What follows belongs to an exercise in optimizing a design on an open flow for small area, a short achievable clock period and few clock cycles per item; a production flow would make more cautious choices.
RTL that was checked went through simulation tests only; none was proved equivalent to the original.
The RTL of run 6 was laid out without a check of its function.

==> design.v <==
module sec_sha256 (
    input  wire         clk,
    input  wire         rst,       
    input  wire         start,     
    input  wire         first,     
    input  wire [511:0] block,     
    output wire         ready,
    output wire [255:0] digest     
);
    localparam [255:0] IV = {32'h6a09e667, 32'hbb67ae85, 32'h3c6ef372, 32'ha54ff53a,
                             32'h510e527f, 32'h9b05688c, 32'h1f83d9ab, 32'h5be0cd19};
    localparam [31:0] K0 = 32'h428a2f98;
    reg       busy;
    reg       idle;     
    reg [5:0] cnt;      
    reg       last;     
    reg       fin;      
    reg       nfin;     
    assign ready = ~busy;
    always @(posedge clk) begin
        if (rst) begin
            busy <= 1'b0;
            idle <= 1'b1;
            cnt  <= 6'd0;
            last <= 1'b0;
            fin  <= 1'b0;
            nfin <= 1'b1;
        end else if (busy) begin
            cnt  <= cnt + 6'd1;
            last <= (cnt == 6'd63) & ~last;
            fin  <= ((cnt == 6'd60) | (cnt == 6'd61) | (cnt == 6'd62) | (cnt == 6'd63)) & ~last;
            nfin <= ~(((cnt == 6'd60) | (cnt == 6'd61) | (cnt == 6'd62) | (cnt == 6'd63)) & ~last);
            if (last) begin
                busy <= 1'b0;
                idle <= 1'b1;
            end
        end else begin
            cnt  <= 6'd0;
            last <= 1'b0;
            fin  <= 1'b0;
            nfin <= 1'b1;
            if (start) begin
                busy <= 1'b1;
                idle <= 1'b0;
            end
        end
    end
    wire [63:0] oh = 64'd1 << cnt;
    wire [31:0] kn;
    assign kn[0] = oh[0] | oh[1] | oh[2] | oh[3] | oh[4] | oh[6] | oh[8] | oh[10] | oh[13] | oh[15] | oh[19] | oh[24] | oh[26] | oh[27] | oh[28] | oh[29] | oh[30] | oh[31] | oh[34] | oh[36] | oh[38] | oh[39] | oh[40] | oh[42] | oh[43] | oh[45] | oh[50] | oh[51] | oh[53] | oh[54] | oh[56] | oh[60] | oh[61];
    assign kn[1] = oh[1] | oh[3] | oh[9] | oh[10] | oh[12] | oh[13] | oh[16] | oh[17] | oh[19] | oh[20] | oh[22] | oh[23] | oh[26] | oh[27] | oh[28] | oh[30] | oh[34] | oh[36] | oh[37] | oh[40] | oh[42] | oh[47] | oh[51] | oh[52] | oh[53] | oh[54] | oh[55] | oh[56] | oh[59] | oh[60] | oh[61] | oh[62];
    assign kn[2] = oh[1] | oh[2] | oh[5] | oh[6] | oh[9] | oh[11] | oh[12] | oh[13] | oh[14] | oh[16] | oh[17] | oh[18] | oh[19] | oh[21] | oh[24] | oh[26] | oh[28] | oh[30] | oh[31] | oh[33] | oh[35] | oh[37] | oh[38] | oh[44] | oh[45] | oh[47] | oh[49] | oh[50] | oh[53] | oh[55] | oh[56] | oh[57] | oh[61];
    assign kn[3] = oh[1] | oh[3] | oh[7] | oh[9] | oh[12] | oh[18] | oh[19] | oh[20] | oh[21] | oh[22] | oh[24] | oh[25] | oh[32] | oh[33] | oh[36] | oh[37] | oh[40] | oh[43] | oh[48] | oh[49] | oh[52] | oh[53] | oh[55] | oh[56] | oh[58] | oh[59] | oh[60];
    assign kn[4] = oh[0] | oh[3] | oh[4] | oh[6] | oh[7] | oh[9] | oh[11] | oh[12] | oh[14] | oh[21] | oh[22] | oh[23] | oh[27] | oh[29] | oh[32] | oh[33] | oh[34] | oh[35] | oh[36] | oh[41] | oh[43] | oh[46] | oh[47] | oh[50] | oh[51] | oh[54] | oh[57] | oh[59] | oh[61] | oh[62];
    assign kn[5] = oh[2] | oh[4] | oh[5] | oh[9] | oh[11] | oh[12] | oh[13] | oh[14] | oh[19] | oh[20] | oh[24] | oh[27] | oh[30] | oh[32] | oh[33] | oh[36] | oh[37] | oh[39] | oh[41] | oh[42] | oh[44] | oh[46] | oh[50] | oh[51] | oh[54] | oh[55] | oh[56] | oh[59] | oh[60] | oh[61] | oh[62];
    assign kn[6] = oh[1] | oh[3] | oh[4] | oh[6] | oh[10] | oh[11] | oh[12] | oh[14] | oh[15] | oh[17] | oh[18] | oh[19] | oh[21] | oh[22] | oh[23] | oh[24] | oh[25] | oh[26] | oh[27] | oh[28] | oh[29] | oh[30] | oh[33] | oh[35] | oh[40] | oh[41] | oh[46] | oh[49] | oh[52] | oh[53] | oh[54] | oh[55] | oh[56] | oh[59] | oh[60] | oh[61] | oh[62];
    assign kn[7] = oh[0] | oh[1] | oh[2] | oh[4] | oh[5] | oh[6] | oh[7] | oh[9] | oh[10] | oh[12] | oh[13] | oh[15] | oh[16] | oh[17] | oh[18] | oh[20] | oh[21] | oh[22] | oh[25] | oh[26] | oh[27] | oh[31] | oh[33] | oh[36] | oh[38] | oh[39] | oh[42] | oh[45] | oh[50] | oh[51] | oh[54] | oh[55] | oh[59] | oh[60] | oh[61] | oh[62];
    assign kn[8] = oh[1] | oh[2] | oh[4] | oh[8] | oh[9] | oh[10] | oh[11] | oh[12] | oh[14] | oh[15] | oh[16] | oh[17] | oh[18] | oh[21] | oh[23] | oh[25] | oh[26] | oh[27] | oh[28] | oh[29] | oh[30] | oh[32] | oh[33] | oh[34] | oh[35] | oh[37] | oh[41] | oh[42] | oh[45] | oh[47] | oh[49] | oh[54] | oh[56] | oh[59] | oh[61];
    assign kn[9] = oh[1] | oh[2] | oh[3] | oh[5] | oh[6] | oh[7] | oh[8] | oh[13] | oh[16] | oh[24] | oh[25] | oh[26] | oh[27] | oh[29] | oh[31] | oh[35] | oh[36] | oh[40] | oh[41] | oh[44] | oh[49] | oh[52] | oh[53] | oh[54] | oh[55] | oh[56] | oh[58] | oh[59] | oh[61];
    assign kn[10] = oh[0] | oh[6] | oh[9] | oh[10] | oh[11] | oh[13] | oh[16] | oh[17] | oh[19] | oh[20] | oh[24] | oh[25] | oh[26] | oh[33] | oh[34] | oh[38] | oh[40] | oh[44] | oh[45] | oh[48] | oh[49] | oh[50] | oh[51] | oh[54] | oh[59] | oh[60];
    assign kn[11] = oh[1] | oh[2] | oh[6] | oh[7] | oh[8] | oh[10] | oh[11] | oh[15] | oh[17] | oh[19] | oh[21] | oh[22] | oh[26] | oh[27] | oh[30] | oh[31] | oh[33] | oh[34] | oh[36] | oh[37] | oh[38] | oh[39] | oh[41] | oh[43] | oh[48] | oh[50] | oh[51] | oh[52] | oh[53] | oh[54] | oh[57] | oh[59] | oh[60] | oh[62];
    assign kn[12] = oh[1] | oh[2] | oh[4] | oh[6] | oh[8] | oh[10] | oh[11] | oh[12] | oh[14] | oh[17] | oh[23] | oh[26] | oh[28] | oh[35] | oh[42] | oh[45] | oh[49] | oh[50] | oh[57] | oh[59] | oh[62];
    assign kn[13] = oh[1] | oh[7] | oh[10] | oh[12] | oh[14] | oh[15] | oh[18] | oh[19] | oh[21] | oh[25] | oh[26] | oh[29] | oh[30] | oh[32] | oh[33] | oh[35] | oh[38] | oh[39] | oh[40] | oh[43] | oh[45] | oh[46] | oh[48] | oh[49] | oh[50] | oh[52] | oh[54] | oh[56] | oh[57] | oh[59] | oh[60] | oh[61] | oh[62];
    assign kn[14] = oh[0] | oh[1] | oh[2] | oh[3] | oh[6] | oh[8] | oh[10] | oh[11] | oh[14] | oh[15] | oh[16] | oh[23] | oh[24] | oh[26] | oh[29] | oh[33] | oh[35] | oh[37] | oh[39] | oh[40] | oh[42] | oh[43] | oh[47] | oh[48] | oh[49] | oh[53] | oh[54] | oh[56] | oh[57] | oh[59] | oh[60] | oh[62];
    assign kn[15] = oh[1] | oh[2] | oh[3] | oh[5] | oh[7] | oh[9] | oh[12] | oh[14] | oh[17] | oh[18] | oh[20] | oh[21] | oh[22] | oh[24] | oh[28] | oh[37] | oh[39] | oh[41] | oh[43] | oh[46] | oh[47] | oh[50] | oh[52] | oh[53] | oh[55] | oh[59] | oh[61];
    assign kn[16] = oh[0] | oh[2] | oh[4] | oh[5] | oh[7] | oh[8] | oh[9] | oh[14] | oh[15] | oh[17] | oh[19] | oh[22] | oh[24] | oh[25] | oh[26] | oh[28] | oh[30] | oh[31] | oh[32] | oh[39] | oh[41] | oh[44] | oh[48] | oh[55] | oh[56] | oh[58] | oh[61] | oh[62];
    assign kn[17] = oh[0] | oh[3] | oh[5] | oh[7] | oh[8] | oh[11] | oh[12] | oh[14] | oh[15] | oh[16] | oh[23] | oh[25] | oh[28] | oh[29] | oh[31] | oh[32] | oh[35] | oh[36] | oh[37] | oh[38] | oh[39] | oh[40] | oh[41] | oh[43] | oh[45] | oh[46] | oh[48] | oh[54] | oh[55] | oh[58] | oh[59];
    assign kn[18] = oh[0] | oh[2] | oh[3] | oh[5] | oh[6] | oh[7] | oh[10] | oh[11] | oh[12] | oh[13] | oh[16] | oh[18] | oh[20] | oh[23] | oh[28] | oh[31] | oh[33] | oh[39] | oh[42] | oh[45] | oh[47] | oh[48] | oh[51] | oh[53] | oh[54] | oh[55] | oh[56] | oh[58] | oh[59];
    assign kn[19] = oh[5] | oh[6] | oh[10] | oh[11] | oh[12] | oh[13] | oh[14] | oh[15] | oh[16] | oh[18] | oh[19] | oh[22] | oh[23] | oh[26] | oh[29] | oh[30] | oh[32] | oh[33] | oh[34] | oh[35] | oh[36] | oh[39] | oh[40] | oh[41] | oh[42] | oh[44] | oh[45] | oh[46] | oh[49] | oh[51] | oh[52] | oh[53] | oh[54] | oh[55] | oh[57] | oh[59] | oh[61];
    assign kn[20] = oh[0] | oh[2] | oh[3] | oh[4] | oh[5] | oh[6] | oh[9] | oh[11] | oh[12] | oh[13] | oh[14] | oh[15] | oh[16] | oh[20] | oh[21] | oh[22] | oh[23] | oh[24] | oh[26] | oh[31] | oh[32] | oh[34] | oh[38] | oh[39] | oh[40] | oh[43] | oh[44] | oh[48] | oh[50] | oh[51] | oh[52] | oh[53] | oh[59] | oh[60] | oh[61] | oh[62];
    assign kn[21] = oh[0] | oh[2] | oh[4] | oh[5] | oh[9] | oh[11] | oh[16] | oh[19] | oh[20] | oh[21] | oh[22] | oh[23] | oh[24] | oh[27] | oh[28] | oh[30] | oh[31] | oh[33] | oh[34] | oh[36] | oh[38] | oh[39] | oh[42] | oh[46] | oh[47] | oh[48] | oh[50] | oh[54] | oh[56] | oh[59] | oh[61] | oh[62];
    assign kn[22] = oh[1] | oh[3] | oh[4] | oh[12] | oh[13] | oh[17] | oh[19] | oh[20] | oh[22] | oh[26] | oh[27] | oh[29] | oh[36] | oh[37] | oh[38] | oh[41] | oh[42] | oh[46] | oh[49] | oh[52] | oh[57] | oh[58] | oh[60] | oh[61] | oh[62];
    assign kn[23] = oh[1] | oh[2] | oh[4] | oh[8] | oh[11] | oh[12] | oh[13] | oh[14] | oh[15] | oh[16] | oh[17] | oh[19] | oh[21] | oh[22] | oh[27] | oh[28] | oh[29] | oh[31] | oh[37] | oh[39] | oh[43] | oh[44] | oh[47] | oh[50] | oh[52] | oh[53] | oh[55] | oh[56] | oh[57] | oh[58] | oh[59] | oh[61];
    assign kn[24] = oh[0] | oh[1] | oh[2] | oh[3] | oh[4] | oh[6] | oh[10] | oh[13] | oh[14] | oh[16] | oh[17] | oh[19] | oh[26] | oh[28] | oh[31] | oh[33] | oh[34] | oh[35] | oh[37] | oh[42] | oh[43] | oh[47] | oh[49] | oh[51] | oh[53];
    assign kn[25] = oh[5] | oh[6] | oh[8] | oh[11] | oh[13] | oh[16] | oh[17] | oh[20] | oh[22] | oh[26] | oh[27] | oh[29] | oh[31] | oh[32] | oh[34] | oh[36] | oh[38] | oh[39] | oh[41] | oh[42] | oh[44] | oh[48] | oh[49] | oh[52] | oh[53] | oh[61] | oh[62];
    assign kn[26] = oh[1] | oh[9] | oh[10] | oh[15] | oh[16] | oh[17] | oh[18] | oh[19] | oh[21] | oh[22] | oh[26] | oh[27] | oh[28] | oh[29] | oh[30] | oh[31] | oh[32] | oh[33] | oh[35] | oh[36] | oh[42] | oh[44] | oh[45] | oh[48] | oh[49] | oh[50] | oh[52] | oh[55] | oh[57] | oh[58] | oh[60] | oh[61] | oh[62];
    assign kn[27] = oh[2] | oh[3] | oh[4] | oh[6] | oh[7] | oh[13] | oh[16] | oh[17] | oh[19] | oh[20] | oh[21] | oh[23] | oh[24] | oh[26] | oh[32] | oh[33] | oh[40] | oh[47] | oh[48] | oh[51] | oh[52] | oh[53] | oh[54] | oh[56] | oh[58] | oh[61];
    assign kn[28] = oh[0] | oh[1] | oh[3] | oh[4] | oh[5] | oh[7] | oh[8] | oh[10] | oh[11] | oh[13] | oh[21] | oh[22] | oh[23] | oh[25] | oh[26] | oh[28] | oh[30] | oh[34] | oh[36] | oh[38] | oh[43] | oh[44] | oh[45] | oh[46] | oh[47] | oh[48] | oh[50] | oh[51] | oh[53] | oh[55] | oh[56] | oh[59] | oh[61];
    assign kn[29] = oh[0] | oh[1] | oh[2] | oh[3] | oh[6] | oh[9] | oh[11] | oh[15] | oh[16] | oh[18] | oh[19] | oh[22] | oh[24] | oh[25] | oh[26] | oh[31] | oh[32] | oh[35] | oh[36] | oh[39] | oh[40] | oh[45] | oh[49] | oh[50] | oh[51] | oh[54] | oh[55] | oh[56] | oh[60] | oh[61];
    assign kn[30] = oh[0] | oh[2] | oh[4] | oh[7] | oh[10] | oh[11] | oh[14] | oh[15] | oh[16] | oh[20] | oh[21] | oh[22] | oh[27] | oh[28] | oh[33] | oh[34] | oh[35] | oh[36] | oh[41] | oh[42] | oh[43] | oh[44] | oh[45] | oh[52] | oh[53] | oh[54] | oh[55] | oh[56] | oh[62];
    assign kn[31] = oh[1] | oh[2] | oh[5] | oh[6] | oh[7] | oh[12] | oh[13] | oh[14] | oh[15] | oh[16] | oh[23] | oh[24] | oh[25] | oh[26] | oh[27] | oh[28] | oh[37] | oh[38] | oh[39] | oh[40] | oh[41] | oh[42] | oh[43] | oh[44] | oh[45] | oh[57] | oh[58] | oh[59] | oh[60] | oh[61] | oh[62];
    function [31:0] add32(input [31:0] u, input [31:0] v);
        reg [31:0] g, p, G, P, G2, P2;
        integer i, l, dd;
        begin
            g = u & v; p = u ^ v; G = g; P = p;
            for (l = 0; l < 5; l = l + 1) begin
                dd = 1 << l; G2 = G; P2 = P;
                for (i = 0; i < 32; i = i + 1)
                    if ((i / dd) % 2 == 1) begin
                        G2[i] = G[i] | (P[i] & G[(i/dd)*dd - 1]);
                        P2[i] = P[i] & P[(i/dd)*dd - 1];
                    end
                G = G2; P = P2;
            end
            add32 = p ^ {G[30:0], 1'b0};
        end
    endfunction
    function [63:0] csa(input [31:0] x, input [31:0] y, input [31:0] z);
        csa = {((x & y) | (x & z) | (y & z)) << 1, x ^ y ^ z};
    endfunction
    reg [31:0] R0, R1, R2, R3, R4, R5, R6, R7;    
    reg [31:0] a, b, c, d, e, f, g;
    reg [31:0] W [0:15];    
    reg [31:0] ps, pc;      
    wire [31:0] se = add32(R7, e);    
    wire [31:0] s1_e = {e[5:0], e[31:6]} ^ {e[10:0], e[31:11]} ^ {e[24:0], e[31:25]};
    wire [31:0] ch   = (e & f) ^ (~e & g);
    wire [31:0] s0_a = {a[1:0], a[31:2]} ^ {a[12:0], a[31:13]} ^ {a[21:0], a[31:22]};
    wire [31:0] maj  = (a & b) | (a & c) | (b & c);
    wire [63:0] cq  = csa(ps, pc, ch);
    wire [63:0] ca1 = csa(s0_a, s1_e, maj);
    wire [63:0] ca2 = csa(cq[31:0], cq[63:32], ca1[31:0]);
    wire [63:0] ca3 = csa(ca2[31:0], ca2[63:32], ca1[63:32]);
    wire [31:0] a_new = add32(ca3[31:0], ca3[63:32]);
    wire [63:0] ce1 = csa(cq[31:0], cq[63:32], d);
    wire [63:0] ce2 = csa(ce1[31:0], ce1[63:32], s1_e);
    wire [31:0] e_new = add32(ce2[31:0], ce2[63:32]);
    wire [31:0] w1   = W[1];
    wire [31:0] w14  = W[14];
    wire [31:0] ss0  = {w1[6:0], w1[31:7]} ^ {w1[17:0], w1[31:18]} ^ {3'b000, w1[31:3]};
    wire [31:0] ss1  = {w14[16:0], w14[31:17]} ^ {w14[18:0], w14[31:19]} ^ {10'b0, w14[31:10]};
    wire [63:0] cw1  = csa(ss1, ss0, W[9]);
    wire [63:0] cw2  = csa(cw1[31:0], cw1[63:32], W[0]);
    wire [31:0] w_new = add32(({32{nfin}} & cw2[31:0])  | ({32{fin}} & R3),
                              ({32{nfin}} & cw2[63:32]) | ({32{fin}} & a));
    wire [31:0] sa    = w_new;    
    wire [31:0] h_init = first ? IV[31:0] : R7;
    wire [63:0] p_run  = csa(g, kn, W[1]);
    wire [63:0] p_init = csa(h_init, K0, block[511:480]);
    wire        ld_iv  = ~busy & start & first;
    integer i;
    always @(posedge clk) begin
        for (i = 0; i < 15; i = i + 1)
            W[i] <= ({32{busy}} & W[i+1]) | ({32{idle}} & block[511 - 32*i -: 32]);
        W[15] <= ({32{busy}} & w_new) | ({32{idle}} & block[31:0]);
        {pc, ps} <= ({64{busy}} & p_run) | ({64{idle}} & p_init);
        a <= ({32{busy}} & a_new) | ({32{idle}} & (first ? IV[255:224] : R0));
        b <= ({32{busy}} & a)     | ({32{idle}} & (first ? IV[223:192] : R1));
        c <= ({32{busy}} & b)     | ({32{idle}} & (first ? IV[191:160] : R2));
        d <= ({32{busy}} & c)     | ({32{idle}} & (first ? IV[159:128] : R3));
        e <= ({32{busy}} & e_new) | ({32{idle}} & (first ? IV[127:96]  : R4));
        f <= ({32{busy}} & e)     | ({32{idle}} & (first ? IV[95:64]   : R5));
        g <= ({32{busy}} & f)     | ({32{idle}} & (first ? IV[63:32]   : R6));
        if (ld_iv) begin
            {R0, R1, R2, R3} <= IV[255:128];
            {R4, R5, R6, R7} <= IV[127:0];
        end else if (fin) begin
            R0 <= sa; R1 <= R0; R2 <= R1; R3 <= R2;
            R4 <= se; R5 <= R4; R6 <= R5; R7 <= R6;
        end
    end
    assign digest = {R0, R1, R2, R3, R4, R5, R6, R7};
endmodule
==> flow/run.sh <==
#!/bin/bash
# Standard ORFS layout (the standard.sh) with two changes to how it is made:
#  * port buffers use the small sky130_fd_sc_hd__buf_1 instead of the default pick;
#  * timing repair aims for extra setup slack beyond the clock period.
set -euo pipefail
export BUFFER_PORTS_ARGS="-buffer_cell sky130_fd_sc_hd__buf_1"
export SETUP_SLACK_MARGIN=6
bash standard.sh > standard_sh.log 2>&1
==> standard.sh <==
#!/bin/bash
# synth_recipe.tcl (not shown) runs the flow's synth.tcl, then flattens the netlist and writes it again
# the make line also repeats each setting of config.mk as NAME=value (left out here)
make -C /OpenROAD-flow-scripts/flow DESIGN_CONFIG=/design/flow/config.mk WORK_HOME=/design/flow/orfs CLKGATE_MAP_FILE= SYNTH_SCRIPT=/design/flow/synth_recipe.tcl "${@:-finish}"
==> config.mk <==
export PLATFORM = sky130hd
export DESIGN_NAME = sec_sha256
export DESIGN_NICKNAME = sec_sha256
export VERILOG_FILES = /design/flow/design.v
export SDC_FILE = /design/flow/constraint.sdc
export NUM_CORES = 4
export LEC_CHECK = 0
export CAP_MARGIN = 20
export CORE_MARGIN = 2
export CORE_UTILIZATION = 40
export CTS_BUF_LIST = sky130_fd_sc_hd__clkbuf_16
export CTS_CLUSTER_DIAMETER = 150
export CTS_CLUSTER_SIZE = 24
export SLEW_MARGIN = 20
==> constraint.sdc <==
create_clock -name core_clock -period 11.0 [get_ports {clk}]
set_input_delay 2.2000 -clock core_clock [delete_from_list [all_inputs] [get_ports {clk}]]
set_output_delay 2.2000 -clock core_clock [all_outputs]
set_load 0.01 [all_outputs]
==> results of run 1 <==
cell type report:
cell class,count,area [um^2],area share
Tap cell,1742,2180,0.03732
Sequential cell,1066,21540,0.3688
Antenna cell,9,22.52,0.0003857
Timing Repair Buffer,871,3667,0.06280
Clock buffer,50,1251,0.02143
Multi-Input combinational cell,3524,28620,0.4901
Clock inverter,6,55.05,0.0009427
Inverter,282,1061,0.01817
metal layers:
layer | vias up | global-route usage | share of wire
li1 | 19260 | - | -
met1 | 22010 | 0.5021 | 0.43
met2 | 2321 | 0.5169 | 0.43
met3 | 369 | 0.06780 | 0.089
met4 | 14 | 0.1308 | 0.043
met5 | - | 0 | 0.00034
kinds of logic (layout without fill, tap and decap cells):
group                      count (synthesis)  count (layout)
other                                      0               9
AOI/OAI and AO/OA                       1482            1482
muxes                                    225             225
xor gates and xnor gates                 355             355
adders and majority gates                452             452
and+or+nand+nor                         1010            1010
buffers and inverters                    682            1209
DFF                                     1066            1066
through the flow:
stage / worst slack (ns) / utilization / area [um^2] / hold WS [ns]
floorplan: 6.044 / - / 51830 / 0.4187
global placement: 4.795 / 0.4335 / 55920 / 0.4321
detailed placement: 4.672 / 0.4336 / 55930 / 0.4372
CTS: 6.002 / 0.4460 / 57530 / 0.4476
global route: 5.829 / 0.4526 / 58380 / 0.4630
finish: 6.000 / 0.4527 / 58400 / 0.4506
placed cells by master, fill, tap and decap left out, types with 15 or more instances in the layout:
master / netlist / routed
nand3_1: 30 / 29
xnor2_2: 0 / 41
a21o_1: 63 / 63
o22ai_1: 52 / 52
a22o_1: 616 / 615
o31ai_1: 15 / 15
dfxtp_1: 1066 / 978
nor2b_1: 25 / 25
o21ai_0: 422 / 409
dfxtp_4: 0 / 35
buf_1: 38 / 771
fa_1: 291 / 285
a31oi_1: 20 / 18
ha_1: 160 / 153
clkbuf_16: 0 / 50
buf_4: 0 / 96
dfxtp_2: 0 / 53
xor2_1: 91 / 87
inv_1: 280 / 270
nand2_1: 561 / 560
mux2i_1: 225 / 225
nor2_1: 261 / 258
xnor2_1: 264 / 219
o21ai_1: 7 / 16
nor3_1: 31 / 29
nor4_1: 18 / 18
a21oi_1: 147 / 137
flip-flops by register name, indices dropped and copies added, names as in the netlist, 6 cells and up:
signal	flops
b	32
a	32
R6	32
cnt	6
c	32
d	32
R4	32
e	32
W	512
R1	32
R5	32
g	32
f	32
R2	32
pc	31
R3	32
R0	32
ps	32
R7	32
what timing repair did:
item / CTS / global route
gates resized for setup: 75 / 162
hold buffers: 0 / 0
endpoints found under the setup margin: 46 / 51
pin swaps: 7 / 46
buffers inserted: 5 / 34
final timing paths:
| check | cells past startpoint | endpoint | start | slack (ns) |
|---|---|---|---|---|
| setup / recovery | 16 | a[31] | e[26] | 6.00 |
| hold / removal | 2 | g[23] | f[23] | 0.45 |
| setup reg to reg | 16 | a[31] | e[26] | 6.00 |
| hold reg to reg | 2 | g[23] | f[23] | 0.45 |
worst reg2reg max path, delay by kind of cell, from the launching register on:
family | cells | cell delay, ns
adder cells (fa/ha/maj) | 4 | 1.99
AO/OA/AOI/OAI | 5 | 1.23
XOR/XNOR | 3 | 0.66
buffers and inverters | 3 | 0.45
flip-flops | 1 | 0.38
AND/OR/NAND/NOR | 1 | 0.20
==> flow_summary.yaml, run 1 <==
hold_path:
  hold_class: "register to register"
drt:
  routedWlPerCell_um: 31.92
  ant_nets: 0
  drcViolationCount: 0
  wirelength_um: 241000
  vias: 43970
  dr.pass1.iters: 7
  first_iter_violations: 5615
  viasPerCell: 5.824
synthesis:
  syn_area_per_cell_um2: 9.831
  synth_fa_ha_area_frac: 0.1512
  yosys.area_share.xor_xnor: 0.05999
  yosys-top-cells-count: "dfxtp_1 (1,066), a22o_1 (616), nand2_1 (561)"
  synth-seq-cells: 1066
  ys.flop_type: "dfxtp_1"
  ys_types: 74
  synth.area.mux_share: 0.04346
  synthArstFlopShare: 0
  postSynthCellCount: 5272
  synth.most_common_cell: "dfxtp_1"
  synth_top_family_by_area: "compound AO/OA/AOI/OAI gates"
  yosysWarnings: 2
  seq_area_frac_synth: 0.4118
  synth-simple-area-share: 0.08143
  yosys.area.top_type: "dfxtp_1"
  synth_top_area_frac: 0.4118
  synthTopCellsByArea: "dfxtp_1 (41%), fa_1 (11%), a22o_1 (10%), xnor2_1 (4.5%), mux2i_1 (4.3%)"
  synth_compound_area_frac: 0.2027
  synth_nets: 6239
  synth_area_mm2: 0.05183
  synth_edf_count: 0
die:
  initial_utilization: 0.4018
  coreArea_mm2: 0.1290
  ios: 773
  die_height_um: 364.0
  die_area_mm2: 0.1325
  die-width_um: 364.0
  num_rows: 132
cells_and_area:
  fill_cells: 12710
  drive_gt1_frac: 0.06553
  finalNonFillerCells: 7550
  syn2layout_area_growth_pct: 12.68
  fin_nets: 6762
run:
  drv_cap: 0
grt:
  antenna_found_initial: 26
  grt_max_degree: 181
  grt_usage: 0.3495
  grt_overflow_total: 0
  grt_pass1_wl_um: 325400
  grt_pass1_vias: 40910
clocking:
  numCtsBuffers: 50
  cts.sinks: 1066
  root_buffer: "clkbuf_16"
  htreeDepth: 2
  clk_pin_slew_ns: 0.11
  cts_buffer_depth: 3
  clk_latency_ns: 0.71
  cts_tree: "done"
sta:
  max_freq_ghz: 0.2000
  setup_tns_ns: 0
  setup_viol: 0
  slew_headroom: 0.2371
  rsz0062_at_grt: "yes"
  worst_slew_pin_slew_ns: 1.144
  final_max_slew_viol_count: 0
  hold_viol_final: 0
  period_share: 0.4545
  fin_crit_ns: 5.000
  clock_skew_ns: 0.04970
run_status:
  outcome: "finished clean"
critical_path:
  required_ns: 11.59
  worstSetupEndpointType: "register"
  cp_top_family: "adder cells"
  critPathKind: "register to register"
  cp_slowest_cell: "fa_1"
  path_buf_inv: 3
  critPathMaxFanout: 5
  arrival_ns: 5.59
  crit_path_start_kind: "register"
  slowest_delay_ns: 0.60
  path_cells: "buf_4 -> xnor2_1 -> xnor2_1 -> inv_1 -> fa_1 -> fa_1 -> fa_1 -> inv_1 -> ha_1 -> nand4_1 -> o41ai_4 -> a41oi_2 -> a21oi_2 -> a21oi_2 -> xnor2_1 -> a22o_1"
placed_design:
  place_inst: 7446
  dp_hpwl_um: 189200
  place_congestion: 1.010
  port_buffers: 772
Testbench counts, summed over its fixed seeds: cycles 25,806, blocks 391.
==> inputs of run 2 (changes only) <==
--- a/config.mk
+++ b/config.mk
@@ -7,8 +7,8 @@
 export LEC_CHECK = 0
 export CAP_MARGIN = 20
 export CORE_MARGIN = 2
-export CORE_UTILIZATION = 40
+export CORE_UTILIZATION = 55
 export CTS_BUF_LIST = sky130_fd_sc_hd__clkbuf_16
 export CTS_CLUSTER_DIAMETER = 150
-export CTS_CLUSTER_SIZE = 24
+export CTS_CLUSTER_SIZE = 20
 export SLEW_MARGIN = 20
==> flow_summary.yaml, run 2 <==
synthesis:
  synth-seq-cells: 1066
  synth_compound_area_frac: 0.2027
  synth_nets: 6239
  ys_types: 74
  syn_area_per_cell_um2: 9.831
  seq_area_frac_synth: 0.4118
  synth_top_family_by_area: "compound AO/OA/AOI/OAI gates"
  synth.area.mux_share: 0.04346
  synth.most_common_cell: "dfxtp_1"
  synthArstFlopShare: 0
  synth_fa_ha_area_frac: 0.1512
  synth_top_area_frac: 0.4118
  yosysWarnings: 2
  yosys.area.top_type: "dfxtp_1"
  synth-simple-area-share: 0.08143
  synth_edf_count: 0
  postSynthCellCount: 5272
  synth_area_mm2: 0.05183
  yosys-top-cells-count: "dfxtp_1 (1,066), a22o_1 (616), nand2_1 (561)"
  ys.flop_type: "dfxtp_1"
  yosys.area_share.xor_xnor: 0.05999
  synthTopCellsByArea: "dfxtp_1 (41%), fa_1 (11%), a22o_1 (10%), xnor2_1 (4.5%), mux2i_1 (4.3%)"
critical_path:
  cp_top_family: "simple AND/OR/NAND/NOR gates"
  crit_cells: 11
  critPathKind: "register to register"
  rr_startpoint: "cnt[2]"
  worstSetupEndpointType: "register"
  path_buf_inv: 3
  crit_path_start_kind: "register"
  r2r_slack_ns: 5.91
  path_cells: "buf_4 -> inv_1 -> ha_1 -> buf_4 -> nand2_1 -> o21ai_0 -> o22ai_1 -> o221ai_1 -> nor4_1 -> fa_1 -> o22ai_1"
  arrival_ns: 5.73
  reg2reg_to: "ps[11]"
  cp_slowest_cell: "nor4_1"
  critPathMaxFanout: 39
  r2r_cells: 11
  required_ns: 11.64
  slowest_delay_ns: 0.84
die:
  initial_utilization: 0.5553
  die_height_um: 311.0
  die-width_um: 311.0
  ios: 773
  die_area_mm2: 0.09670
  coreArea_mm2: 0.09333
  num_rows: 112
cells_and_area:
  largest_reg_flops: 512
  drive_gt1_frac: 0.05305
  fill_cells: 8200
  fin_nets: 6750
  layout_commonest_cell: "dfxtp_1"
  top_register: "W"
  multi_input_area_mm2: 0.02836
  syn2layout_area_growth_pct: 11.09
  ff_latch_area_mm2: 0.02147
  layout_common_cells: "dfxtp_1 (998), buf_1 (771), a22o_1 (616)"
drt:
  routedWlPerCell_um: 31.30
  vias: 44440
  first_iter_violations: 6793
  wirelength_um: 220700
  dr.pass1.iters: 6
  ant_nets: 0
  viasPerCell: 6.301
  drcViolationCount: 0
grt:
  antenna_found_initial: 17
  grt_overflow_total: 0
  grt_pass1_vias: 41130
  grt_usage: 0.4387
  grt_max_degree: 228
  grt_pass1_wl_um: 305400
sta:
  setup_tns_ns: 0
  final_max_slew_viol_count: 0
  clock_skew_ns: 0.05266
  hold_viol_final: 0
  slew_headroom: 0.2639
  period_share: 0.4631
  fin_crit_ns: 5.094
  worst_slew_pin_slew_ns: 1.104
  setup_viol: 0
  worst_hold_slack_ns: 0.4464
  max_freq_ghz: 0.1963
  rsz0062_at_grt: "yes"
run_status:
  outcome: "finished clean"
clocking:
  cts_buffer_depth: 3
  clk_latency_ns: 0.73
  cts_tree: "done"
  numCtsBuffers: 59
  htreeDepth: 2
  hold_buffers: 0
  clk_pin_slew_ns: 0.11
  root_buffer: "clkbuf_16"
  cts.sinks: 1066
placed_design:
  dp_hpwl_um: 172500
  place_congestion: 1.086
  port_buffers: 772
hold_path:
  hold_class: "register to register"
  hold_path_end: "d[29]"
  hold_start: "c[29]"
  min_path_cells: 2
run:
  drv_cap: 0
run 2: final cells by class:
| type | instances | share of cell area |
|---|---|---|
| multi-input combinational | 3524 | 0.4927 |
| sequential | 1066 | 0.3730 |
| timing repair buffer | 850 | 0.06157 |
| tap | 1254 | 0.02725 |
| clock buffer | 59 | 0.02564 |
| inverter | 282 | 0.01843 |
| clock inverter | 6 | 0.001021 |
| antenna | 11 | 0.0004781 |
run 2: logic make-up after synthesis:
family                   Yosys count
XOR/XNOR                         355
AND/OR/NAND/NOR                 1010
buffers and inverters            682
multiplexers                     225
AO/OA/AOI/OAI                   1482
adder cells (fa/ha/maj)          452
flip-flops                      1066
run 2: how the worst max path moves through the flow:
stage	start	end	slack, ns
4_1_cts	e[21]	a[29]	5.95
3_5_place_dp	e[27]	a[29]	4.88
6_report	cnt[2]	ps[11]	5.91
3_3_place_gp	e[27]	a[31]	4.95
5_1_grt	e[0]	a[31]	5.89
2_1_floorplan	e[27]	a[31]	6.04
run 2: stage by stage:
stage / std cells / worst slack [ns] / util / instance area [um^2]
CTS: 7026 / 5.947 / 0.6124 / 57160
global placement: 6956 / 4.945 / 0.5927 / 55310
global route: 7047 / 5.888 / 0.6168 / 57560
floorplan: 5272 / 6.044 / - / 51830
detailed placement: 6956 / 4.875 / 0.5927 / 55310
finish: 7052 / 5.906 / 0.6169 / 57580
run 2: per-layer routing:
layer,GRT usage,wire length (um)
met5,0,217
met3,0.1203,27140
met4,0.2029,12160
met1,0.6104,88230
met2,0.6335,93000
run 2: worst min-delay path, stage by stage, from the launching register on:
cell and delay [ns]:
dfxtp_1 0.32, nand2_1 0.06, nand2_1 0.04
run 2: what timing repair did:
action / CTS / global route
pin swaps: 5 / 23
gates resized for setup: 75 / 83
endpoints found under the setup margin: 55 / 46
setup buffers: 5 / 15
==> inputs of run 3 (changes only) <==
--- a/config.mk
+++ b/config.mk
@@ -7,7 +7,7 @@
 export LEC_CHECK = 0
 export CAP_MARGIN = 20
 export CORE_MARGIN = 2
-export CORE_UTILIZATION = 55
+export CORE_UTILIZATION = 33
 export CTS_BUF_LIST = sky130_fd_sc_hd__clkbuf_16
 export CTS_CLUSTER_DIAMETER = 150
 export CTS_CLUSTER_SIZE = 20
==> flow_summary.yaml, run 3 <==
grt:
  grt_pass1_vias: 41630
  grt_usage: 0.3014
  grt_pass1_wl_um: 341300
  grt_overflow_total: 0
  antenna_found_initial: 35
  grt_max_degree: 215
die:
  coreArea_mm2: 0.1560
  die_height_um: 400.3
  initial_utilization: 0.3322
  num_rows: 145
  die_area_mm2: 0.1602
  ios: 773
  die-width_um: 400.3
drt:
  routedWlPerCell_um: 32.10
  viasPerCell: 5.567
  drcViolationCount: 0
  wirelength_um: 252700
  vias: 43820
  first_iter_violations: 5440
  ant_nets: 0
  dr.pass1.iters: 7
synthesis:
  ys_types: 74
  syn_area_per_cell_um2: 9.831
  yosys-top-cells-count: "dfxtp_1 (1,066), a22o_1 (616), nand2_1 (561)"
  synth_fa_ha_area_frac: 0.1512
  synth.most_common_cell: "dfxtp_1"
  synthTopCellsByArea: "dfxtp_1 (41%), fa_1 (11%), a22o_1 (10%), xnor2_1 (4.5%), mux2i_1 (4.3%)"
  synth_top_family_by_area: "compound AO/OA/AOI/OAI gates"
  yosys.area.top_type: "dfxtp_1"
  synth_compound_area_frac: 0.2027
  synth_area_mm2: 0.05183
  yosys.area_share.xor_xnor: 0.05999
  synthArstFlopShare: 0
  synth.area.mux_share: 0.04346
  synth_edf_count: 0
  seq_area_frac_synth: 0.4118
  synth_top_area_frac: 0.4118
  yosysWarnings: 2
  postSynthCellCount: 5272
  synth_nets: 6239
  ys.flop_type: "dfxtp_1"
  synth-simple-area-share: 0.08143
  synth-seq-cells: 1066
cells_and_area:
  top_register: "W"
  layout_common_cells: "dfxtp_1 (976), buf_1 (771), a22o_1 (616)"
  fin_nets: 6766
  fill_cells: 15830
  drive_gt1_frac: 0.06859
  final_area_mm2: 0.05913
  syn2layout_area_growth_pct: 14.09
  largest_reg_flops: 512
  layout_commonest_cell: "dfxtp_1"
critical_path:
  worstSetupEndpointType: "register"
  critPathKind: "register to register"
  required_ns: 11.55
  critPathMaxFanout: 7
  crit_path_start_kind: "register"
  arrival_ns: 5.60
clocking:
  clk_latency_ns: 0.73
  hold_buffers: 0
  numCtsBuffers: 59
  htreeDepth: 2
  cts_tree: "done"
  clk_pin_slew_ns: 0.10
  cts_buffer_depth: 3
  cts.sinks: 1066
  root_buffer: "clkbuf_16"
sta:
  slew_headroom: 0.1770
  period_share: 0.4588
  clock_skew_ns: 0.04967
  rsz0062_at_grt: "yes"
  setup_tns_ns: 0
  fin_crit_ns: 5.047
  worst_slew_pin_slew_ns: 1.235
  max_freq_ghz: 0.1981
  hold_viol_final: 0
  final_max_slew_viol_count: 0
  setup_viol: 0
placed_design:
  place_congestion: 1.034
  port_buffers: 772
  dp_hpwl_um: 199700
  placed_cell_area_mm2: 0.05634
run_status:
  outcome: "finished clean"
hold_path:
  hold_class: "register to register"
run:
  drv_cap: 0
## run 3: changes by cell type in the layout (fill, tap and decap cells not counted), sizes merged
cell	before	now
clkbuf	60	61
buf	849	865
clkinvlp	1	0
inv	283	284
clkinv	4	3
## run 3: what timing repair did
action / CTS / global route
endpoints found under the setup margin: 66 / 50
pin swaps: 8 / 61
buffers inserted: 4 / 33
resized for setup: 113 / 146
## run 3: critical path, stage by stage, from the launching register on
cell and delay, ns:
dfxtp_4 0.40, xnor2_2 0.16, xnor2_2 0.28, inv_2 0.07
fa_1 0.53, inv_1 0.05, fa_1 0.49, fa_1 0.44
ha_2 0.19, fa_2 0.39, a211oi_4 0.28, o211a_1 0.26
nor3_2 0.06, a211oi_2 0.19, buf_4 0.19, o41ai_4 0.11
a41oi_2 0.25, nand2b_1 0.13, a21oi_2 0.17, xor2_1 0.17
o21ai_1 0.08
## run 3: kinds of logic after synthesis
| logic type | Yosys count |
|---|---|
| flops | 1066 |
| xor+xnor | 355 |
| mux | 225 |
| compound gates | 1482 |
| simple gates | 1010 |
| fa+ha+maj | 452 |
| buf+inv | 682 |
## run 3: metal layers
layer,up-vias,wire length [um],share of wire,GRT usage
li1,19280,-,-,-
met1,21850,108200,0.43,0.4169
met2,2283,111300,0.44,0.4612
met3,394,20690,0.082,0.05593
met4,14,12310,0.049,0.1234
met5,-,100,0.00040,0
## run 3: final cells by class
class | count | area (um^2) | area share
clock inverter | 5 | 46.29 | 0.0007829
timing repair buffer | 866 | 3685 | 0.06232
clock buffer | 60 | 1501 | 0.02539
antenna | 11 | 27.53 | 0.0004655
inverter | 282 | 1061 | 0.01794
sequential | 1066 | 21540 | 0.3643
tap | 2058 | 2575 | 0.04355
multi-input combinational | 3524 | 28700 | 0.4853
## run 3: path summary, 6_finish.rpt
kind / start / endpoint / slack, ns / cells after the start
hold / removal: W[8][0] / W[7][0] / 0.44 / 1
hold reg to reg: W[8][0] / W[7][0] / 0.44 / 1
setup / recovery: e[7] / a[29] / 5.95 / 20
setup reg to reg: e[7] / a[29] / 5.95 / 20
## run 3: metrics by stage
stage                     hold slack, ns  std cells  setup WS (ns)    util
after detailed placement          0.4353       7759          4.695  0.3611
after global placement            0.4304       7759          4.629  0.3610
after global routing              0.4510       7867          5.750  0.3789
final                             0.4434       7872          5.953  0.3790
after CTS                         0.4307       7828          5.966  0.3738
after floorplan                   0.4187       5272          6.044       -
==> inputs of run 4 (changes only) <==
--- a/flow/run.sh
+++ b/flow/run.sh
@@ -4,5 +4,5 @@
 #  * timing repair aims for extra setup slack beyond the clock period.
 set -euo pipefail
 export BUFFER_PORTS_ARGS="-buffer_cell sky130_fd_sc_hd__buf_1"
-export SETUP_SLACK_MARGIN=6
+export SETUP_SLACK_MARGIN=6.4
 bash standard.sh > standard_sh.log 2>&1
--- a/config.mk
+++ b/config.mk
@@ -7,7 +7,7 @@
 export LEC_CHECK = 0
 export CAP_MARGIN = 20
 export CORE_MARGIN = 2
-export CORE_UTILIZATION = 33
+export CORE_UTILIZATION = 40
 export CTS_BUF_LIST = sky130_fd_sc_hd__clkbuf_16
 export CTS_CLUSTER_DIAMETER = 150
 export CTS_CLUSTER_SIZE = 20
==> flow_summary.yaml, run 4 <==
sta:
  hold_viol_final: 0
  setup_viol: 0
  slew_headroom: 0.2250
  setup_ws_ns: 6.100
  worst_slew_pin_slew_ns: 1.150
  clock_skew_ns: 0.03001
  worst_hold_slack_ns: 0.4443
  period_share: 0.4455
  setup_tns_ns: 0
  max_freq_ghz: 0.2041
  rsz0062_at_grt: "yes"
  final_max_slew_viol_count: 0
  fin_crit_ns: 4.900
hold_path:
  hold_class: "register to register"
critical_path:
  path_cells: "xnor2_4 -> xnor2_4 -> inv_2 -> fa_1 -> fa_1 -> fa_1 -> inv_2 -> ha_4 -> fa_2 -> a211oi_2 -> o211a_1 -> nor3_2 -> a211oi_2 -> buf_4 -> o41ai_4 -> buf_4 -> and2_4 -> o21a_1 -> nor2_2 -> xor2_1 -> o21ai_1"
  critPathMaxFanout: 3
  worstSetupEndpointType: "register"
  critPathKind: "register to register"
  cpMostUsedCell: "fa_1"
  crit_path_start_kind: "register"
  slowest_delay_ns: 0.54
  arrival_ns: 5.47
  cp_slowest_cell: "fa_1"
  required_ns: 11.57
synthesis:
  synth-seq-cells: 1066
  ys_types: 74
  synth_top_area_frac: 0.4118
  yosys.area.top_type: "dfxtp_1"
  synth_edf_count: 0
  synthArstFlopShare: 0
  ys.flop_type: "dfxtp_1"
  synth.most_common_cell: "dfxtp_1"
  postSynthCellCount: 5272
  synthTopCellsByArea: "dfxtp_1 (41%), fa_1 (11%), a22o_1 (10%), xnor2_1 (4.5%), mux2i_1 (4.3%)"
  yosys-top-cells-count: "dfxtp_1 (1,066), a22o_1 (616), nand2_1 (561)"
  synth_nets: 6239
  syn_area_per_cell_um2: 9.831
  yosysWarnings: 2
  synth_area_mm2: 0.05183
  seq_area_frac_synth: 0.4118
clocking:
  cts_buffer_depth: 3
  numCtsBuffers: 59
  htreeDepth: 2
  cts_tree: "done"
  clk_pin_slew_ns: 0.10
  cts.sinks: 1066
  root_buffer: "clkbuf_16"
  clk_latency_ns: 0.72
  hold_buffers: 0
cells_and_area:
  syn2layout_area_growth_pct: 16.45
  layout_common_cells: "dfxtp_1 (958), buf_1 (771), a22o_1 (616)"
  drive_gt1_frac: 0.1044
  fin_nets: 6850
  largest_reg_flops: 512
  final_area_mm2: 0.06035
  layout_commonest_cell: "dfxtp_1"
  top_register: "W"
grt:
  antenna_found_initial: 28
  grt_pass1_wl_um: 327000
  grt_overflow_total: 0
  grt_usage: 0.3496
  grt_max_degree: 227
  grt_pass1_vias: 41610
drt:
  dr.pass1.iters: 8
  drcViolationCount: 0
  routedWlPerCell_um: 31.67
  vias: 44390
  viasPerCell: 5.808
  wirelength_um: 242100
  ant_nets: 0
  first_iter_violations: 5885
die:
  die-width_um: 364.0
  initial_utilization: 0.4018
  num_rows: 132
  coreArea_mm2: 0.1290
  die_area_mm2: 0.1325
  die_height_um: 364.0
  ios: 773
placed_design:
  place_congestion: 1.044
  placed_cell_area_mm2: 0.05596
  dp_worst_setup_slack_ns: 5.304
  dp_hpwl_um: 188800
  port_buffers: 772
run_status:
  outcome: "finished clean"
run:
  drv_cap: 0
[run 4: cell counts after synthesis]
No cell type changed its count.
[run 4: repair_timing]
action / CTS / global route
setup endpoints to repair: 91 / 74
pin swaps: 89 / 147
setup buffers: 53 / 69
resized for setup: 257 / 188
[run 4: cells by family after synthesis]
logic type / after synthesis / share of synthesized area
flip-flops: 1066 / 0.4118
AND/OR/NAND/NOR: 1010 / 0.08143
multiplexers: 225 / 0.04346
AO/OA/AOI/OAI: 1482 / 0.2027
XOR/XNOR: 355 / 0.05999
buffers and inverters: 682 / 0.04939
adder cells (fa/ha/maj): 452 / 0.1512
[run 4: cell type report]
type	count	area, um^2
diodes	12	30.03
clock buffers	59	1476
clock inverters	8	105.1
fillers	12410	68640
inverters	282	1061
multi-input cells	3524	29550
flip-flops and latches	1066	21620
well taps	1742	2180
repair buffers	950	4335
[run 4: worst max-delay path: cells and delay by family, from the launching register on]
| family | cells | cell delay, ns |
|---|---|---|
| adder cells (fa/ha/maj) | 5 | 1.98 |
| AO/OA/AOI/OAI | 6 | 1.10 |
| XOR/XNOR | 3 | 0.54 |
| buffers and inverters | 4 | 0.46 |
| flip-flops | 1 | 0.38 |
| AND/OR/NAND/NOR | 3 | 0.30 |
[run 4: per-stage QoR]
stage / util / instances
CTS: 0.4571 / 7562
floorplan: - / 5272
finish: 0.4679 / 7643
detailed placement: 0.4339 / 7442
global route: 0.4677 / 7635
global placement: 0.4334 / 7440
[run 4: final timing paths]
check,start,endpoint,slack (ns),depth (start not counted)
worst max-delay path,e[27],a[26],6.10,21
worst min-delay path,W[13][10],W[12][10],0.44,1
worst max register to register,e[27],a[26],6.10,21
worst min register to register,W[13][10],W[12][10],0.44,1
[run 4: metal layers]
| layer | track usage | share of wire | up-vias | wire length (um) |
|---|---|---|---|---|
| met2 | 0.5049 | 0.42 | 2439 | 102400 |
| met1 | 0.4960 | 0.42 | 21970 | 102000 |
| met3 | 0.07741 | 0.099 | 526 | 23860 |
| met4 | 0.1591 | 0.056 | 28 | 13590 |
| li1 | - | - | 19440 | - |
| met5 | 0 | 0.00086 | - | 207 |
==> inputs of run 5 (changes only) <==
--- a/flow/run.sh
+++ b/flow/run.sh
@@ -4,5 +4,5 @@
 #  * timing repair aims for extra setup slack beyond the clock period.
 set -euo pipefail
 export BUFFER_PORTS_ARGS="-buffer_cell sky130_fd_sc_hd__buf_1"
-export SETUP_SLACK_MARGIN=6.4
+export SETUP_SLACK_MARGIN=6
 bash standard.sh > standard_sh.log 2>&1
==> flow_summary.yaml, run 5 <==
synthesis:
  ys.flop_type: "dfxtp_1"
  postSynthCellCount: 5272
  yosys.area.top_type: "dfxtp_1"
  synth_area_mm2: 0.05183
  yosys.area_share.xor_xnor: 0.05999
  synth-seq-cells: 1066
  synthTopCellsByArea: "dfxtp_1 (41%), fa_1 (11%), a22o_1 (10%), xnor2_1 (4.5%), mux2i_1 (4.3%)"
  synth_top_family_by_area: "compound AO/OA/AOI/OAI gates"
  synth_fa_ha_area_frac: 0.1512
  synth_compound_area_frac: 0.2027
  synth_top_area_frac: 0.4118
  synth.most_common_cell: "dfxtp_1"
  synth.area.mux_share: 0.04346
  synth_nets: 6239
  ys_types: 74
  synth_edf_count: 0
  synthArstFlopShare: 0
  syn_area_per_cell_um2: 9.831
  yosysWarnings: 2
  seq_area_frac_synth: 0.4118
  synth-simple-area-share: 0.08143
  yosys-top-cells-count: "dfxtp_1 (1,066), a22o_1 (616), nand2_1 (561)"
hold_path:
  hold_path_end: "d[1]"
  hold_class: "register to register"
  min_path_cells: 2
  hold_start: "c[1]"
sta:
  final_max_slew_viol_count: 0
  worst_slew_pin_slew_ns: 1.167
  clock_skew_ns: 0.05639
  period_share: 0.4492
  setup_ws_ns: 6.058
  hold_viol_final: 0
  worst_hold_slack_ns: 0.4436
  setup_viol: 0
  slew_headroom: 0.2223
  setup_tns_ns: 0
  fin_crit_ns: 4.942
  max_freq_ghz: 0.2024
  rsz0062_at_grt: "yes"
critical_path:
  cp_slowest_cell: "fa_1"
  rr_startpoint: "e[9]"
  critPathMaxFanout: 6
  critPathKind: "register to register"
  r2r_slack_ns: 6.06
  slowest_delay_ns: 0.61
  r2r_cells: 18
  required_ns: 11.56
  arrival_ns: 5.50
  crit_path_start_kind: "register"
  cpMostUsedCell: "fa_1"
  path_cells: "xnor2_1 -> xnor2_1 -> inv_1 -> fa_1 -> fa_1 -> fa_1 -> inv_1 -> ha_1 -> a21o_1 -> a21o_1 -> a21oi_1 -> o21a_1 -> o41ai_4 -> a41oi_2 -> nand2b_1 -> a21oi_2 -> xor2_1 -> o21ai_1"
  reg2reg_to: "a[29]"
  worstSetupEndpointType: "register"
die:
  num_rows: 132
  ios: 773
  coreArea_mm2: 0.1290
  die-width_um: 364.0
  die_area_mm2: 0.1325
  die_height_um: 364.0
  initial_utilization: 0.4018
cells_and_area:
  fill_cells: 12670
  largest_reg_flops: 512
  drive_gt1_frac: 0.06710
  final_area_mm2: 0.05871
  fin_nets: 6774
  top_register: "W"
  syn2layout_area_growth_pct: 13.28
  layout_common_cells: "dfxtp_1 (980), buf_1 (771), a22o_1 (615)"
  layout_commonest_cell: "dfxtp_1"
drt:
  viasPerCell: 5.814
  routedWlPerCell_um: 31.84
  drcViolationCount: 0
  dr.pass1.iters: 8
  first_iter_violations: 5763
  vias: 44000
  ant_nets: 0
  wirelength_um: 240900
grt:
  grt_overflow_total: 0
  antenna_found_initial: 27
  grt_usage: 0.3499
  grt_pass1_vias: 40990
  grt_pass1_wl_um: 325800
  grt_max_degree: 181
placed_design:
  placed_cell_area_mm2: 0.05593
  place_congestion: 1.010
  dp_worst_setup_slack_ns: 4.672
  dp_hpwl_um: 189200
  port_buffers: 772
clocking:
  cts_buffer_depth: 3
  clk_latency_ns: 0.72
  numCtsBuffers: 59
  root_buffer: "clkbuf_16"
  clk_pin_slew_ns: 0.09
  htreeDepth: 2
  cts.sinks: 1066
  cts_tree: "done"
run:
  drv_cap: 0
run_status:
  outcome: "finished clean"
[run 5: cell families after synthesis]
family                   after synthesis
AO/OA/AOI/OAI                       1482
flip-flops                          1066
AND/OR/NAND/NOR                     1010
buffers and inverters                682
adder cells (fa/ha/maj)              452
XOR/XNOR                             355
multiplexers                         225
[run 5: layout make-up]
| type | count | area, um^2 | area share |
|---|---|---|---|
| flip-flops and latches | 1066 | 21530 | 0.3668 |
| multi-input cells | 3524 | 28660 | 0.4881 |
| repair buffers | 874 | 3694 | 0.06291 |
| clock buffers | 60 | 1501 | 0.02557 |
| inverters | 282 | 1061 | 0.01807 |
| clock inverters | 6 | 52.55 | 0.0008951 |
| diodes | 14 | 35.03 | 0.0005967 |
| well taps | 1742 | 2180 | 0.03712 |
[run 5: critical path: cells and delay by family (launching register included)]
kind / cells / cell delay, ns
adder cells (fa/ha/maj): 4 / 1.82
AO/OA/AOI/OAI: 8 / 1.30
XOR/XNOR: 3 / 0.76
buffers and inverters: 2 / 0.40
flip-flops: 1 / 0.39
AND/OR/NAND/NOR: 1 / 0.13
[run 5: worst max path at each step]
stage / start / to / slack [ns] / depth (start not counted)
final: e[9] / a[29] / 6.06 / 18
after floorplan: e[27] / a[31] / 6.04 / 20
after global routing: e[8] / a[23] / 5.87 / 20
after CTS: e[8] / a[29] / 5.97 / 20
after global placement: e[27] / a[29] / 4.80 / 19
after detailed placement: e[27] / a[31] / 4.67 / 19
[run 5: metrics by stage]
step                utilization  instances
floorplan                     -       5272
global placement         0.4335       7445
detailed placement       0.4336       7446
CTS                      0.4477       7516
global route             0.4549       7556
finish                   0.4552       7568
[run 5: routing by layer]
layer | track usage | wire (um) | part of all wire | vias to the layer above
met4 | 0.1348 | 10660 | 0.044 | 10
met1 | 0.5026 | 104800 | 0.44 | 22000
met5 | 0 | 60 | 0.00025 | -
met2 | 0.5157 | 103900 | 0.43 | 2319
met3 | 0.06854 | 21460 | 0.089 | 371
li1 | - | - | - | 19300
[run 5: timing repair]
| action | 4_1_cts | 5_1_grt |
|---|---|---|
| setup buffers | 4 | 38 |
| hold buffers | 0 | 0 |
| endpoints found under the hold margin | 0 | 0 |
| endpoints found under the setup margin | 47 | 53 |
| pin swaps | 8 | 52 |
| resized for setup | 69 | 167 |
==> inputs of run 6 (changes only) <==
--- a/design.v
+++ b/design.v
@@ -128,27 +128,31 @@
     wire [31:0] h_init = first ? IV[31:0] : R7;
     wire [63:0] p_run  = csa(g, kn, W[1]);
     wire [63:0] p_init = csa(h_init, K0, block[511:480]);
-    wire        ld_iv  = ~busy & start & first;
+    wire        ld_iv  = idle & start & first;    
+    wire        hold   = ~fin & ~ld_iv;            
+    wire        ld_r   = idle & ~first;            
+    wire        ld_c   = idle & first;             
     integer i;
     always @(posedge clk) begin
         for (i = 0; i < 15; i = i + 1)
             W[i] <= ({32{busy}} & W[i+1]) | ({32{idle}} & block[511 - 32*i -: 32]);
         W[15] <= ({32{busy}} & w_new) | ({32{idle}} & block[31:0]);
         {pc, ps} <= ({64{busy}} & p_run) | ({64{idle}} & p_init);
-        a <= ({32{busy}} & a_new) | ({32{idle}} & (first ? IV[255:224] : R0));
-        b <= ({32{busy}} & a)     | ({32{idle}} & (first ? IV[223:192] : R1));
-        c <= ({32{busy}} & b)     | ({32{idle}} & (first ? IV[191:160] : R2));
-        d <= ({32{busy}} & c)     | ({32{idle}} & (first ? IV[159:128] : R3));
-        e <= ({32{busy}} & e_new) | ({32{idle}} & (first ? IV[127:96]  : R4));
-        f <= ({32{busy}} & e)     | ({32{idle}} & (first ? IV[95:64]   : R5));
-        g <= ({32{busy}} & f)     | ({32{idle}} & (first ? IV[63:32]   : R6));
-        if (ld_iv) begin
-            {R0, R1, R2, R3} <= IV[255:128];
-            {R4, R5, R6, R7} <= IV[127:0];
-        end else if (fin) begin
-            R0 <= sa; R1 <= R0; R2 <= R1; R3 <= R2;
-            R4 <= se; R5 <= R4; R6 <= R5; R7 <= R6;
-        end
+        a <= ({32{busy}} & a_new) | ({32{ld_r}} & R0) | ({32{ld_c}} & IV[255:224]);
+        b <= ({32{busy}} & a)     | ({32{ld_r}} & R1) | ({32{ld_c}} & IV[223:192]);
+        c <= ({32{busy}} & b)     | ({32{ld_r}} & R2) | ({32{ld_c}} & IV[191:160]);
+        d <= ({32{busy}} & c)     | ({32{ld_r}} & R3) | ({32{ld_c}} & IV[159:128]);
+        e <= ({32{busy}} & e_new) | ({32{ld_r}} & R4) | ({32{ld_c}} & IV[127:96]);
+        f <= ({32{busy}} & e)     | ({32{ld_r}} & R5) | ({32{ld_c}} & IV[95:64]);
+        g <= ({32{busy}} & f)     | ({32{ld_r}} & R6) | ({32{ld_c}} & IV[63:32]);
+        R0 <= ({32{fin}} & sa) | ({32{hold}} & R0) | ({32{ld_iv}} & IV[255:224]);
+        R1 <= ({32{fin}} & R0) | ({32{hold}} & R1) | ({32{ld_iv}} & IV[223:192]);
+        R2 <= ({32{fin}} & R1) | ({32{hold}} & R2) | ({32{ld_iv}} & IV[191:160]);
+        R3 <= ({32{fin}} & R2) | ({32{hold}} & R3) | ({32{ld_iv}} & IV[159:128]);
+        R4 <= ({32{fin}} & se) | ({32{hold}} & R4) | ({32{ld_iv}} & IV[127:96]);
+        R5 <= ({32{fin}} & R4) | ({32{hold}} & R5) | ({32{ld_iv}} & IV[95:64]);
+        R6 <= ({32{fin}} & R5) | ({32{hold}} & R6) | ({32{ld_iv}} & IV[63:32]);
+        R7 <= ({32{fin}} & R6) | ({32{hold}} & R7) | ({32{ld_iv}} & IV[31:0]);
     end
     assign digest = {R0, R1, R2, R3, R4, R5, R6, R7};
 endmodule
==> flow_summary.yaml, run 6 <==
drt:
  wirelength_um: 236500
  drcViolationCount: 0
  dr.pass1.iters: 6
  viasPerCell: 5.863
  ant_nets: 0
  routedWlPerCell_um: 31.11
  vias: 44580
  first_iter_violations: 5999
synthesis:
  synth_edf_count: 0
  yosys-top-cells-count: "dfxtp_1 (1,066), nand2_1 (734), a22o_1 (639)"
  ys_types: 85
  ys.flop_type: "dfxtp_1"
  postSynthCellCount: 5344
  synthTopCellsByArea: "dfxtp_1 (41%), fa_1 (11%), a22o_1 (11%), nand2_1 (5.3%), o21ai_0 (5.0%)"
  synth_nets: 6311
  synth.most_common_cell: "dfxtp_1"
  yosys.area.top_type: "dfxtp_1"
  yosysWarnings: 2
  seq_area_frac_synth: 0.4122
  syn_area_per_cell_um2: 9.688
  synth_top_area_frac: 0.4122
  synth-seq-cells: 1066
  synthArstFlopShare: 0
  synth_area_mm2: 0.05177
clocking:
  hold_buffers: 0
  cts_buffer_depth: 3
  numCtsBuffers: 59
  htreeDepth: 2
  cts_tree: "done"
  clk_pin_slew_ns: 0.09
  clk_latency_ns: 0.73
  root_buffer: "clkbuf_16"
  cts.sinks: 1066
die:
  initial_utilization: 0.4014
  die-width_um: 363.8
  die_area_mm2: 0.1323
  ios: 773
  coreArea_mm2: 0.1290
  num_rows: 132
  die_height_um: 363.8
cells_and_area:
  layout_common_cells: "dfxtp_1 (1,007), buf_1 (771), nand2_1 (734)"
  final_area_mm2: 0.05802
  drive_gt1_frac: 0.05130
  fin_nets: 6809
  syn2layout_area_growth_pct: 12.06
  top_register: "W"
  layout_commonest_cell: "dfxtp_1"
  largest_reg_flops: 512
grt:
  antenna_found_initial: 27
  grt_usage: 0.3430
  global_route.usage.met3: 0.07153
  grt_max_degree: 229
  grt_overflow_total: 0
  grt_pass1_vias: 41430
  grt_use_met2: 0.5243
  grt_use_met1: 0.4650
  grt_most_used_layer: "met2"
  grt_pass1_wl_um: 321700
sta:
  fin_crit_ns: 4.937
  setup_tns_ns: 0
  slew_headroom: 0.2108
  setup_ws_ns: 6.063
  rsz0062_at_grt: "yes"
  final_max_slew_viol_count: 0
  clock_skew_ns: 0.04157
  period_share: 0.4488
  max_freq_ghz: 0.2025
  setup_viol: 0
  hold_viol_final: 0
  worst_slew_pin_slew_ns: 1.167
placed_design:
  dp_hpwl_um: 185400
  port_buffers: 772
  place_congestion: 1.021
  dp_worst_setup_slack_ns: 5.221
  placed_cell_area_mm2: 0.05583
critical_path:
  required_ns: 11.62
  worstSetupEndpointType: "register"
  critPathMaxFanout: 7
  critPathKind: "register to register"
  r2r_slack_ns: 6.06
  arrival_ns: 5.56
  crit_path_start_kind: "register"
run:
  drv_cap: 0
hold_path:
  hold_class: "register to register"
run_status:
  outcome: "finished clean"
-- run 6: worst max-delay path, stage by stage, from the launching register on --
cell and delay, ns:
dfxtp_4 0.39, xnor2_2 0.15, xnor2_1 0.31, fa_1 0.52
ha_1 0.38, a22o_1 0.21, ha_1 0.26, fa_1 0.44
a211oi_2 0.28, o21a_1 0.22, o31ai_1 0.12, a211o_2 0.44
a22oi_2 0.23, nand2_1 0.14, a311oi_1 0.34, xnor2_1 0.20
a22o_1 0.21
-- run 6: cell families after synthesis --
logic type | after synthesis | synth area share
AND/OR/NAND/NOR | 1070 | 0.08579
buffers and inverters | 684 | 0.05003
flip-flops | 1066 | 0.4122
XOR/XNOR | 358 | 0.06056
adder cells (fa/ha/maj) | 452 | 0.1514
multiplexers | 115 | 0.02248
AO/OA/AOI/OAI | 1599 | 0.2176
-- run 6: final cells by class --
type / count / area [um^2]
diodes: 14 / 35.03
multi-input cells: 3594 / 28240
well taps: 1742 / 2180
flip-flops and latches: 1066 / 21460
fillers: 12660 / 70970
clock buffers: 59 / 1476
repair buffers: 848 / 3510
inverters: 273 / 1031
clock inverters: 8 / 86.33
-- run 6: what timing repair did --
item,CTS,global route
endpoints found under the hold margin,0,0
setup buffers,2,15
resized for setup,41,96
endpoints found under the setup margin,35,49
pin swaps,7,30
-- run 6: per-stage QoR --
stage	cells	utilization	hold WS, ns
floorplan	5344	-	0.4187
global placement	7506	0.4328	0.4255
detailed placement	7506	0.4328	0.4362
global route	7595	0.4496	0.4601
finish	7604	0.4498	0.4530
CTS	7575	0.4461	0.4551
-- run 6: layer usage --
metal / up-vias / share of wire
met5: - / 0.00058
met4: 20 / 0.052
met3: 500 / 0.094
met2: 2547 / 0.44
met1: 22040 / 0.41
li1: 19470 / -
-- run 6: path summary, 6_finish.rpt --
path / cells after the start / start / endpoint
max: 16 / W[1][18] / W[15][30]
min: 1 / W[6][26] / W[5][26]
max reg2reg: 16 / W[1][18] / W[15][30]
min reg2reg: 1 / W[6][26] / W[5][26]

==> what the ideal ports hide <==
The results above use ideal ports. As a check the final layouts listed here were re-extracted and re-timed, cells and wires unchanged.
Step 1 sets driving cells, clkbuf_16 on the clock port and buf_2 on the other inputs (assumed; they add their load-dependent delay and slew).
Step 2 moves the port delays by t, midway between the first and last clock arrival at a register: inputs arrive t later, outputs are due t later. That takes back most of the time a late clock gives input paths.
Three values: ideal, step 1, step 2; two values: the first two.
run	t (ns)	setup WS [ns]	worst register clock-pin slew, ns
run 1	0.766	6.000 / 6.000 / 5.959	0.12 / 0.12
run 2	0.776	5.906 / 5.906 / 5.906	0.11 / 0.11
run 3	0.793	5.953 / 5.953 / 5.648	0.10 / 0.10
run 4	0.784	6.100 / 6.100 / 6.100	0.11 / 0.11
run 5	0.774	6.058 / 6.058 / 5.960	0.10 / 0.10
run 6	0.797	6.063 / 6.063 / 5.728	0.10 / 0.10
After both steps every run listed still meets setup and hold. For run 6, which loses most, drivers alone change the setup slack by 0.000 ns; drivers and shift together by -0.335 ns.
